Source: an optimization exercise on an open RTL-to-GDS flow (aim: small area, a short achievable clock period and few clock cycles per item). Production flows keep margins and buffers that such runs may drop.
Function was checked by simulation only, so behaviour that the tests miss may differ from the original.
Power figures rest on the tool's default switching activity, not on a simulated workload.

== alpha ==
==> flow/design.v (excerpt) <==
module pxr_ctx_coder (
    input  wire        clk,
    input  wire        rst,
    input  wire        in_valid,
    output wire        in_ready,
    input  wire        in_init,
    input  wire        in_intr,
    input  wire [15:0] in_x,
    input  wire [15:0] in_a,
    input  wire [15:0] in_b,
    input  wire [15:0] in_c,
    input  wire [15:0] in_d,
    input  wire [3:0]  cfg_delta,
    input  wire [4:0]  cfg_bits,
    input  wire [15:0] cfg_t1,
    input  wire [15:0] cfg_t2,
    input  wire [15:0] cfg_t3,
    output reg         out_valid,
    input  wire        out_ready,
    output reg  [5:0]  out_len,
    output reg  [31:0] out_code,
    output reg  [15:0] out_rec
);
Settings: LEC_CHECK=0, ABC_AREA=1, CAP_MARGIN=20, CORE_MARGIN=2, CORE_UTILIZATION=55, CTS_CLUSTER_DIAMETER=80, CTS_CLUSTER_SIZE=24, SLEW_MARGIN=20; clock period 60.0 ns.
standard.sh (not shown) runs the stock make flow with config.mk's settings and CLKGATE_MAP_FILE= SYNTH_SCRIPT=/design/flow/synth_recipe.tcl, a recipe that flattens the netlist after the stock synthesis.
==> flow/flow/run.sh <==
#!/bin/bash
# The standard layout, with two changes: the combinational logic of the
# standard synthesis is re-mapped by ABC from plain gates (the registers are
# left exactly as the standard synthesis made them), and the ports get plain
# buffers instead of delay cells.
set -euo pipefail
W=$(pwd)
R=$W/orfs/results/$FLOW_PLATFORM/pxr_ctx_coder/base
LIB=$FLOW_HOME/platforms/$FLOW_PLATFORM/lib/sky130_fd_sc_hd__tt_025C_1v80.lib
export BUFFER_PORTS_ARGS="-buffer_cell sky130_fd_sc_hd__buf_2"

bash standard.sh synth > synth.log 2>&1

python3 flow/libmodels.py "$LIB" models.v > libmodels.log 2>&1
cp "$R/1_2_yosys.v" std_1_2_yosys.v
sed "s#@LIB@#$LIB#g; s#@TOP@#$FLOW_TOP#g; s#@OUT@#$R/1_2_yosys.v#g" flow/resynth.ys > resynth.ys
YOSYS=$(command -v yosys || echo "$FLOW_HOME/../tools/install/yosys/bin/yosys")
"$YOSYS" -q -l resynth.log resynth.ys > /dev/null 2>&1
rm -f "$R/1_synth.odb" "$R/1_synth.sdc"

bash standard.sh finish > layout.log 2>&1
Other scripts of this flow, unchanged in this note and not shown: flow/flow/abc.script, flow/flow/libmodels.py, flow/flow/resynth.ys
Testbench counts of alpha, summed over its fixed seeds: cycles 63,452, items 63,308.
Here is what was changed in the inputs of beta compared with alpha.
--- a/flow/design.v
+++ b/flow/design.v
@@ -16,19 +16,19 @@
     input  wire [15:0] cfg_t2,
     input  wire [15:0] cfg_t3,
     output reg         out_valid,
     input  wire        out_ready,
     output reg  [5:0]  out_len,
     output reg  [31:0] out_code,
     output reg  [15:0] out_rec
 );
     localparam NCTX = 66;
-    localparam AW   = 21;           
+    localparam AW   = 22;           
     localparam R1   = 2;            
     localparam R2   = 7;            
     reg        rdy;                 
     reg        sv;                  
     reg        ipend;               
     wire       adv = !sv;
     assign in_ready = rdy;
     wire       accept = in_valid && rdy;
     reg [3:0]  p_delta;             
@@ -150,21 +150,24 @@
     wire [20:0] dv3 = div_rows(r2, w2, s_div, 15 - R1 - R2, 0);
     reg        v3, t3, pos3;
     reg [6:0]  ctx3;
     reg [15:0] x3;
     reg [4:0]  r3;                      
     reg [15:0] q3;                      
     wire [15:0] hm   = r_range[16:1];                    
     wire [1:0]  qh   = cmp16(q3, hm);
     wire        wrap = qh[0] || (qh == 2'b00 && pos3 && !r_range[0]);
-    wire [16:0] rmq  = r_range - {1'b0, q3};
-    wire [15:0] aq   = wrap ? rmq[15:0] : q3;            
-    wire        neg  = (q3 != 16'd0) && (pos3 ? wrap : !wrap);
+    wire [17:0] rmq  = {1'b0, r_range} - {2'b00, q3};     
+    wire [17:0] qmr  = {2'b00, q3} - {1'b0, r_range};     
+    wire        q_gt = rmq[17];                           
+    wire        q_lt = qmr[17];                           
+    wire [15:0] aq   = !wrap ? q3 : q_gt ? qmr[15:0] : rmq[15:0];    
+    wire        neg  = wrap ? (pos3 ? q_lt : q_gt) : (!pos3 && q3 != 16'd0);
     wire signed [5:0]  dr   = $signed({2'b00, r_delta}) - $signed({1'b0, r3});
     wire signed [17:0] recv = pos3 ? $signed({2'b00, x3}) + dr : $signed({2'b00, x3}) - dr;
     wire [15:0]        rec  = recv[17] ? 16'd0 :
                               (recv[16] || cmp16(recv[15:0], r_maxv) == 2'b01) ? r_maxv : recv[15:0];
     wire [AW-1:0] cur_a  = ctx_a[ctx3];
     wire [5:0]    cur_n6 = ctx_n[ctx3];
     wire [6:0]    cur_n  = {cur_n6 == 6'd0, cur_n6};
     wire [AW-1:0] bm1 = cur_a - {{(AW-1){1'b0}}, 1'b1};
     reg  [4:0]    m_len;
### Flow results
Worst slack at placement in beta vs alpha: up 0.22 ns
Any difference in total power between beta and alpha is small enough to ignore.
Against alpha, beta reports a layout sequential cell count that is higher.
Lower cell area after placement goes to alpha over beta.
In the metrics for beta and alpha, the one carrying the lower sequential power is alpha.
Delta (beta minus alpha): sequential share of layout area rose by 0.72 points, fraction of power consumed by combinational cells lower, shortest clock period the worst path allows after layout rose by 0.037 ns, number of optimization iterations in the first detailed-route pass closely matched the old numbers.
Testbench counts of beta, summed over its fixed seeds: cycles 63,452, items 63,308.

what the ideal ports hide:
No port has a modelled driver above. Below, the same layouts with a new extraction and two added sets of constraints. Step 1, drivers: a clkbuf_16 drives clk and a buf_2 each remaining input, both assumed. Step 2 also shifts input and output timing later by t, the mid clock arrival at the registers, as if the neighbouring blocks saw the same clock. a / b / c = no drivers / after step 1 / after step 2; a / b = the first two.
run | t (ns) | slack for setup (ns) | worst hold slack (ns) | latest minus earliest clock arrival (ns) | slew at the worst register clock pin (ns)
alpha | 0.901 | 46.668 / 46.578 / 46.426 | 0.407 / 0.407 / 0.407 | 0.063 / 0.063 | 0.10 / 0.10
beta | 0.917 | 46.630 / 46.534 / 46.399 | 0.404 / 0.404 / 0.404 | 0.083 / 0.083 | 0.11 / 0.11
After both steps setup and hold are still met in every run listed. The setup slack of alpha, which loses most, moves by -0.090 ns with the drivers and by -0.242 ns with both steps.
